This is an optimization exercise on Yosys and OpenROAD, whose aim is small area and a short achievable clock period, not a production implementation.
In this exercise RTL edits were held to simulation tests only and were not proved equivalent to the original.
Power and IR drop assume default switching activity.

==> flow/design.v (outline; a module is shown in full before it is edited, if it fits) <==
// module skl_lane_fma: 2199 lines
// module fma_fa: 4 lines
// module fma_ha: 4 lines
// module fma_s4: 13 lines
module skl_lane_fma (
    input  wire        clk,
    input  wire        rst,        
    input  wire        in_valid,
    input  wire [1:0]  op,         
    input  wire [31:0] a,
    input  wire [31:0] b,
    input  wire [31:0] c,
    output reg         out_valid,
    output wire [31:0] result
);
  // ...
==> flow/flow/run.sh <==
#!/bin/bash
# The standard layout (standard.sh, all steps through finish), with one change:
# buffer_ports gives every input and output port a sky130_fd_sc_hd__buf_2 instead of
# the delay-cell buffer it picks by default. The make output goes to flow_make.log;
# each ORFS step keeps its own log under orfs/logs/.
set -euo pipefail
bash standard.sh "BUFFER_PORTS_ARGS=-buffer_cell sky130_fd_sc_hd__buf_2" finish > flow_make.log 2>&1
==> flow/standard.sh <==
#!/bin/bash
# synth_recipe.tcl (not shown) runs the flow's synth.tcl, then flattens the netlist and writes it again
# the make line also repeats each setting of config.mk as NAME=value (left out here)
make -C /OpenROAD-flow-scripts/flow DESIGN_CONFIG=/design/flow/config.mk WORK_HOME=/design/flow/orfs CLKGATE_MAP_FILE= SYNTH_SCRIPT=/design/flow/synth_recipe.tcl "${@:-finish}"
==> flow/config.mk <==
export PLATFORM = sky130hd
export DESIGN_NAME = skl_lane_fma
export DESIGN_NICKNAME = skl_lane_fma
export VERILOG_FILES = /design/flow/design.v
export SDC_FILE = /design/flow/constraint.sdc
export NUM_CORES = 4
export LEC_CHECK = 0
export CAP_MARGIN = 20
export CORE_MARGIN = 2
export CORE_UTILIZATION = 55
export CTS_CLUSTER_DIAMETER = 150
export CTS_CLUSTER_SIZE = 20
export PLACE_DENSITY = 0.75
export SETUP_SLACK_MARGIN = 5.0
export SLEW_MARGIN = 20
export SYNTH_HIERARCHICAL = 1
export SYNTH_MINIMUM_KEEP_SIZE = 0
==> flow/constraint.sdc <==
create_clock -name core_clock -period 9.0 [get_ports {clk}]
set_input_delay 1.8000 -clock core_clock [delete_from_list [all_inputs] [get_ports {clk}]]
set_output_delay 1.8000 -clock core_clock [all_outputs]
set_load 0.01 [all_outputs]
==> run_results.csv, run 1 <==
group,metric,value,unit
run_status,status,"finished clean",
synth,synthAdderAreaFrac,21.3,%
power,leakagePower,16.9,nW
power,p_seq,3.45,mW
setup_path,crit_path_start_kind,"input port",
setup_path,cpPeakStageDelay,0.37,ns
timing,finalWorstSetupSlack,4.69,ns
timing,fin_setup_tns,0,ns
global_routing,gr-usage-all-layers,35.6,%
cells_and_area,layout.nonclk_buf_share,6.74,%
cells_and_area,antenna_cells,0,
global_routing,grt_pass1_wl,203,mm
hold_path,whs_path_depth,0,
cells_and_area,clock_area_share,1.35,%
synth,syn_avg_cell_area,8.88,sq um
timing,min_period,4.31,ns
detailed_routing,ant_nets,0,
power,power,18.3,mW
floorplan,floorplan.initialDensity,55.6,%
synth,async_reset_ff_share,0,%
detailed_routing,maxUsedRoutingLayer,"met4",
cells_and_area,num-multi-input-gates,3492,
setup_path,cp_top_family,"adder cells",
timing,finalHoldWorstSlack,0.325,ns
floorplan,pin_count,134,
global_routing,globalRouteOverflowTotal,0,
floorplan,die-width,270,um
==> run 2, diff against run 1 <==
--- a/flow/design.v
+++ b/flow/design.v
@@ -42,66 +42,75 @@
         reg [11:0] btwo;
         assign s0_two = btwo;
         reg [12:0] bone;
         assign s0_one = bone;
         wire [11:0] sh;
         assign s0_sh = sh;
         wire [7:0] lim_c;
         assign s0_limc = lim_c;
-        wire [31:0] xa = a;
-        wire [31:0] xb = op[1] ? 32'h3F800000 : b;      
-        wire [31:0] xc = (op == 2'd1) ? 32'h80000000 :   
-                         (op == 2'd3) ? {~c[31], c[30:0]} : c;
-        wire       sa = xa[31], sb = xb[31], sc = xc[31];
-        wire [7:0] ea = xa[30:23], eb = xb[30:23], ec = xc[30:23];
-        wire [22:0] fa = xa[22:0], fb = xb[22:0], fc = xc[22:0];
+        wire       is_mul = (op == 2'd1);
+        wire       one_b  = op[1];                     
+        wire       neg_c  = (op == 2'd3);
+        wire       sa = a[31];
+        wire [7:0] ea = a[30:23], eb = b[30:23], ec = c[30:23];
+        wire [22:0] fa = a[22:0], fb = b[22:0], fc = c[22:0];
         wire a_nan = (ea == 8'hFF) && (fa != 0);
-        wire b_nan = (eb == 8'hFF) && (fb != 0);
-        wire c_nan = (ec == 8'hFF) && (fc != 0);
         wire a_inf = (ea == 8'hFF) && (fa == 0);
-        wire b_inf = (eb == 8'hFF) && (fb == 0);
-        wire c_inf = (ec == 8'hFF) && (fc == 0);
         wire a_zero = (ea == 8'h00) && (fa == 0);
-        wire b_zero = (eb == 8'h00) && (fb == 0);
-        assign c_zero = (ec == 8'h00) && (fc == 0);
+        wire b_nan = ~one_b && (eb == 8'hFF) && (fb != 0);
+        wire b_inf = ~one_b && (eb == 8'hFF) && (fb == 0);
+        wire b_zero = ~one_b && (eb == 8'h00) && (fb == 0);
+        wire c_nan = ~is_mul && (ec == 8'hFF) && (fc != 0);
+        wire c_inf = ~is_mul && (ec == 8'hFF) && (fc == 0);
+        assign c_zero = is_mul || ((ec == 8'h00) && (fc == 0));
+        wire sb = ~one_b & b[31];
+        wire sc = is_mul | (c[31] ^ neg_c);
         assign sp = sa ^ sb;
         assign sub = sp ^ sc;
         wire p_inf = a_inf | b_inf;
         assign p_zero = a_zero | b_zero;
         assign nan = a_nan | b_nan | c_nan
                    | (a_inf & b_zero) | (b_inf & a_zero)
                    | (p_inf & c_inf & (sp != sc));
         assign inf = p_inf | c_inf;
         assign inf_sign = p_inf ? sp : sc;
         assign zsign = ((p_zero & c_zero) | (sp == sc)) & sp & sc;
         assign ma = {ea != 0, fa};
         wire [23:0] mb = {eb != 0, fb};
-        assign mc = {ec != 0, fc};
+        assign mc = {ec != 0, fc} & {24{~is_mul}};
         wire [7:0]  Ea = {ea[7:1], ea[0] | ~|ea};
         wire [7:0]  Eb = {eb[7:1], eb[0] | ~|eb};
         wire [7:0]  Ec = {ec[7:1], ec[0] | ~|ec};
         wire [26:0] bx = {2'b00, mb, 1'b0};            
         integer bi;
         always @(*) begin
             for (bi = 0; bi < 12; bi = bi + 1) begin
                 bneg[bi] = bx[2*bi+2];
                 bone[bi] = bx[2*bi+1] ^ bx[2*bi];
                 btwo[bi] = (bx[2*bi+2] & ~bx[2*bi+1] & ~bx[2*bi])
                          | (~bx[2*bi+2] & bx[2*bi+1] & bx[2*bi]);
             end
             bone[12] = mb[23];
+            if (one_b) begin
+                bneg = 12'h800; btwo = 12'h800; bone = 13'h1000;
+            end
         end
         wire [11:0] x1 = {4'd0, Ea}, x2 = {4'd0, Eb}, x3 = ~{4'd0, Ec};
         wire [11:0] k1 = 12'hF9D;                      
         wire [11:0] u1 = x1 ^ x2 ^ x3;
         wire [11:0] v1 = {(x1[10:0] & x2[10:0]) | (x1[10:0] & x3[10:0]) | (x2[10:0] & x3[10:0]), 1'b0};
         wire [11:0] u2 = u1 ^ v1 ^ k1;
         wire [11:0] v2 = {(u1[10:0] & v1[10:0]) | (u1[10:0] & k1[10:0]) | (v1[10:0] & k1[10:0]), 1'b0};
-        assign sh = u2 + v2;
+        wire [11:0] sh_b = u2 + v2;
+        wire [11:0] k3 = 12'd28;                       
+        wire [11:0] u3 = x1 ^ x3 ^ k3;
+        wire [11:0] v3 = {(x1[10:0] & x3[10:0]) | (x1[10:0] & k3[10:0]) | (x3[10:0] & k3[10:0]), 1'b0};
+        wire [11:0] sh_1 = u3 + v3;
+        assign sh = one_b ? sh_1 : sh_b;
         assign lim_c = Ec - 8'd1;
     end endgenerate
     reg        r1_valid;
     reg        r1_nan, r1_inf, r1_inf_sign, r1_zsign, r1_sub, r1_sp;
     reg        r1_pzero, r1_czero;
     reg [23:0] r1_ma, r1_mc;
     reg [11:0] r1_neg, r1_two;
     reg [12:0] r1_one;
@@ -175,17 +184,17 @@
         assign pp9 = {g_pp[9].g_b[24].pb, g_pp[9].g_b[23].pb, g_pp[9].g_b[22].pb, g_pp[9].g_b[21].pb, g_pp[9].g_b[20].pb, g_pp[9].g_b[19].pb, g_pp[9].g_b[18].pb, g_pp[9].g_b[17].pb, g_pp[9].g_b[16].pb, g_pp[9].g_b[15].pb, g_pp[9].g_b[14].pb, g_pp[9].g_b[13].pb, g_pp[9].g_b[12].pb, g_pp[9].g_b[11].pb, g_pp[9].g_b[10].pb, g_pp[9].g_b[9].pb, g_pp[9].g_b[8].pb, g_pp[9].g_b[7].pb, g_pp[9].g_b[6].pb, g_pp[9].g_b[5].pb, g_pp[9].g_b[4].pb, g_pp[9].g_b[3].pb, g_pp[9].g_b[2].pb, g_pp[9].g_b[1].pb, g_pp[9].g_b[0].pb};
         assign pp10 = {g_pp[10].g_b[24].pb, g_pp[10].g_b[23].pb, g_pp[10].g_b[22].pb, g_pp[10].g_b[21].pb, g_pp[10].g_b[20].pb, g_pp[10].g_b[19].pb, g_pp[10].g_b[18].pb, g_pp[10].g_b[17].pb, g_pp[10].g_b[16].pb, g_pp[10].g_b[15].pb, g_pp[10].g_b[14].pb, g_pp[10].g_b[13].pb, g_pp[10].g_b[12].pb, g_pp[10].g_b[11].pb, g_pp[10].g_b[10].pb, g_pp[10].g_b[9].pb, g_pp[10].g_b[8].pb, g_pp[10].g_b[7].pb, g_pp[10].g_b[6].pb, g_pp[10].g_b[5].pb, g_pp[10].g_b[4].pb, g_pp[10].g_b[3].pb, g_pp[10].g_b[2].pb, g_pp[10].g_b[1].pb, g_pp[10].g_b[0].pb};
         assign pp11 = {g_pp[11].g_b[24].pb, g_pp[11].g_b[23].pb, g_pp[11].g_b[22].pb, g_pp[11].g_b[21].pb, g_pp[11].g_b[20].pb, g_pp[11].g_b[19].pb, g_pp[11].g_b[18].pb, g_pp[11].g_b[17].pb, g_pp[11].g_b[16].pb, g_pp[11].g_b[15].pb, g_pp[11].g_b[14].pb, g_pp[11].g_b[13].pb, g_pp[11].g_b[12].pb, g_pp[11].g_b[11].pb, g_pp[11].g_b[10].pb, g_pp[11].g_b[9].pb, g_pp[11].g_b[8].pb, g_pp[11].g_b[7].pb, g_pp[11].g_b[6].pb, g_pp[11].g_b[5].pb, g_pp[11].g_b[4].pb, g_pp[11].g_b[3].pb, g_pp[11].g_b[2].pb, g_pp[11].g_b[1].pb, g_pp[11].g_b[0].pb};
         wire        sh_neg = sh[11];
         wire        sh_big = ~sh_neg & |sh[10:7];
         wire        anchor = p_zero | (~c_zero & sh_neg);
         wire [6:0]  shc = (sh_big ? 7'h7F : sh[6:0]) & {7{~(anchor | sh_neg)}};
         wire [10:0] lim_p = sh[10:0] + {3'd0, lim_c};
-        assign lim = anchor ? {3'd0, lim_c} : lim_p;
+        assign lim = anchor ? {3'd0, lim_c & {8{~c_zero}}} : lim_p;
         wire [76:0] csh = {mc, 53'd0} >> shc;
         reg  [23:0] jmask;
         integer ji;
         always @(*)
             for (ji = 0; ji < 24; ji = ji + 1)
                 jmask[ji] = (shc >= ji + 53);
         wire        jam = |(mc & jmask) | csh[0];
         wire [77:0] aw = {sub, {csh[76:1], jam} ^ {77{sub}}};
==> run_results.csv, run 2 <==
group,metric,value,unit
global_routing,use_met2,54.0,%
detailed_routing,viasPerCell,6.51,
synth,synth_top_area_share,20.3,%
synth,synth_edf_count,0,
cells_and_area,regMostFlops,"r2_v",
synth,synthMuxAreaShare,5.87,%
detailed_routing,drc_errors,0,
global_routing,globalRouteOverflowTotal,0,
cells_and_area,ff_latch_area,8010,sq um
clocking,cts_max_level,1,
clocking,cts_sinks,393,
power,pwr-share-comb,75.0,%
clocking,cts_buffers,23,
global_routing,antenna_found_initial,2,
setup_path,crit_fanout,28,
power,intPower,8.92,mW
cells_and_area,largest_reg_flops,128,
synth,syn_inst,4428,
floorplan,pin_count,134,
detailed_routing,avgRoutedWirePerCell,25.7,um
setup_path,crit_path_start_kind,"flop",
timing,min_period,4.38,ns
global_routing,busiest_layer,"met2",
cells_and_area,layout.nets,5011,
clocking,clk_latency,0.61,ns
setup_path,worstPathRequired,9.44,ns
clocking,clock_path_buffers,3,
setup_path,worstSetupPathType,"flop to flop",
hold_path,hp-class,"flop to flop",
cells_and_area,antenna_cells,0,
cells_and_area,final_cells,5364,
synth,synth_warnings,7,
cells_and_area,final_common_cell,"xnor2_1",
synth,synth_fp_nets,5017,
timing,relSlewSlack,24.6,%
clocking,ctsRootBufferMaster,"clkbuf_16",
placement,dp_cells,5239,
cells_and_area,mostFrequentLayoutCells,"xnor2_1 (602), nor2_1 (362), dfxtp_1 (346)",
placement,place_area,40000,sq um
timing,max_freq,0.228,GHz
synth,seq_area_frac_synth,20.3,%
power,leakagePower,16.9,nW
placement,place.gp.congestion,1.07,
power,power.share.clock,6.0,%
power,p_per_area,415,nW/um^2
flow_run,max-cap-violations,0,
timing,finalHoldWorstSlack,0.329,ns
timing,rsz0062_at_grt,"true",
cells_and_area,nFillCells,5794,
global_routing,grt_max_degree,61,
global_routing,gr-usage-all-layers,34.7,%
global_routing,grt_pass1_vias,32900,
power,ir_worst_vdd,0.250,mV
floorplan,die-width,269,um
detailed_routing,ant_nets,0,
synth,synth_commonest_cells,"xnor2_1 (618), dfxtp_1 (393), nor2_1 (368), fa_1 (318), nand2_1 (312)",
timing,drv_slew,0,
power,p_sw_share,50.9,%
synth,async_reset_ff_share,0,%
floorplan,dieArea,72600,sq um
cells_and_area,multiInputGateArea,30100,sq um
synth,synthSimpleGateAreaFrac,13.1,%
power,power.switching,9.25,mW
floorplan,std_cell_rows,97,
synth,yosysTopAreaCell,"dfxtp_1",
timing,fin_crit_sh,48.7,%
synth,synth.area.top_cells,"dfxtp_1 (20%), fa_1 (16%), xnor2_1 (14%), a22oi_1 (5.5%), ha_1 (5.5%)",
timing,hold_viol_final,0,
global_routing,grt_pass1_wl,198,mm
synth,synth_ff_type,"dfxtp_1",
global_routing,use_met1,46.2,%
run_status,status,"finished clean",
timing,setup_viol,0,
synth,syn_avg_cell_area,8.75,sq um
timing,finalClockSkew,0.0340,ns
cells_and_area,drive_gt1_share,15.4,%
synth,yosysMostFrequentCell,"xnor2_1",
clocking,clk_pin_slew,0.09,ns
synth,synthAdderAreaFrac,22.0,%
synth,synth_compound_area_share,17.5,%
detailed_routing,postRouteWirelength,138,mm
placement,pre_cts_ws,3.73,ns
detailed_routing,dr.pass1.iters,8,
timing,finalWorstSetupSlack,4.62,ns
clocking,cts_tree,"built",
clocking,holdBufCountCts,0,
global_routing,grtUsageMet3,6.94,%
detailed_routing,vias,34900,
timing,fin_setup_tns,0,ns
cells_and_area,area_growth,13.1,%
setup_path,endpoint_kind,"flop",
floorplan,die_h,269,um
cells_and_area,finalInstanceArea,43800,sq um
placement,numPortBuffers,133,
power,pwr-share-seq,19.0,%
detailed_routing,dr.first_iter.drc_count,4661,
synth,synth_top_family_by_area,"adder cells",
synth,syn_area,38700,sq um
placement,dp_hpwl,93.7,mm
timing,worst_slew_pin_slew,1.13,ns
floorplan,core,69900,sq um
synth,ys_ff_latch,393,
floorplan,floorplan.initialDensity,55.4,%
synth,synth-xor-area-share,15.9,%
setup_path,cp.arrival,4.82,ns
synth,ys_types,93,
-- run 2: routing by layer --
metal  wire, um  up-vias  part of all wire (%)
li1           -    15300                     -
met1      52400    16500                    38
met2      59600     2424                    43
met3      15900      638                    12
met4       9780        2                   7.1
met5         13        -                0.0094
-- run 2: repair_timing --
item                                    in CTS  in global routing
setup buffers                               33                 31
endpoints found under the setup margin     220                158
pin swaps                                   34                 94
gates cloned                                 6                 28
gates resized for setup                    215                276
-- run 2: layout make-up --
class | count | area share [%]
inverters | 185 | 1.63
repair inverters | 1 | 0.0114
clock inverters | 1 | 0.0114
well taps | 940 | 2.68
multi-input cells | 3510 | 68.6
clock buffers | 26 | 1.38
repair buffers | 308 | 7.37
flip-flops and latches | 393 | 18.3
-- run 2: worst max-delay path: stages, from the launching register on --
cell	delay [ns]
dfxtp_1	0.35
or4_4	0.65
o21ai_2	0.20
buf_12	0.23
mux2i_1	0.29
mux2i_1	0.19
nand2_1	0.10
nand2_1	0.07
mux2i_1	0.23
o22ai_1	0.18
o22ai_1	0.85
xnor2_1	0.28
fa_1	0.56
-- run 2: Yosys stat by module, one instance, submodules excluded --
| module | times used | cell area (sq um) | flops+latches | cells |
|---|---|---|---|---|
| skl_lane_fma | 1 | 31600 | 393 | 4003 |
| fma_s4 | 1 | 648 | 0 | 91 |
| fma_fa | 304 | 20.0 | 0 | 1 |
| fma_ha | 30 | 12.5 | 0 | 1 |
-- run 2: per-stage QoR --
stage                     power, mW  util (%)
after floorplan                12.1         -
after global placement         15.5      57.1
after detailed placement       15.8      57.1
after CTS                      17.2      59.8
after global routing           19.3      62.7
final                          18.2      62.7
-- run 2: cells by family (layout without fill, tap and decap cells) --
kind of cell | count (synthesis) | count (layout)
and+or+nand+nor | 1086 | 1087
AOI/OAI and AO/OA | 1027 | 1029
xor gates and xnor gates | 702 | 702
buffers and inverters | 528 | 521
adders and majority gates | 490 | 490
DFF | 393 | 393
muxes | 202 | 202
-- run 2: worst paths after layout --
path	startpoint	endpoint	slack, ns	cells past startpoint
max	r1_sh[8]	r2_v[25]	4.62	12
max reg2reg	r1_sh[8]	r2_v[25]	4.62	12
min reg2reg	r1_inf	r2_inf	0.33	0
min	r1_inf	r2_inf	0.33	0
-- run 2: power by group through the flow --
stage / Clock (mW) / Sequential (mW) / Combinational, mW
after floorplan: 0 / 2.98 / 9.14
after global placement: 0 / 3.40 / 12.2
after detailed placement: 0 / 3.41 / 12.4
after CTS: 1.10 / 3.37 / 12.7
after global routing: 1.15 / 3.49 / 14.7
final: 1.09 / 3.45 / 13.6

afterwards: timing with drivers on the ports:
Ports are ideal in the flow. The routed layouts listed here were re-timed in OpenROAD.
Step 1 (the two cells are an assumption about what drives the block):
set clk [get_ports {clk}]
set_driving_cell -lib_cell sky130_fd_sc_hd__clkbuf_16 $clk
set_driving_cell -lib_cell sky130_fd_sc_hd__buf_2 [delete_from_list [all_inputs] $clk]
Step 2, shift: input delay + t, output delay - t, t = (earliest + latest rising clock arrival at the registers) / 2. This alone moves slack from input paths to output paths.
Three values: no drivers, after step 1, after step 2; two values: the first two.
| run | t (ns) | slack for setup (ns) | worst setup path at the end | worst data-port slew with drivers (ns) | pins driven straight from the clock port |
|---|---|---|---|---|---|
| run 1 | 0.655 | 4.689 / 4.610 / 3.956 | input to register | 0.24 | 1 |
| run 2 | 0.664 | 4.621 / 4.621 / 4.098 | input to register | 0.07 | 1 |
After both steps every run listed still meets setup and hold. The setup slack of run 1, which loses most, moves by -0.079 ns with the drivers and by -0.733 ns with both steps.
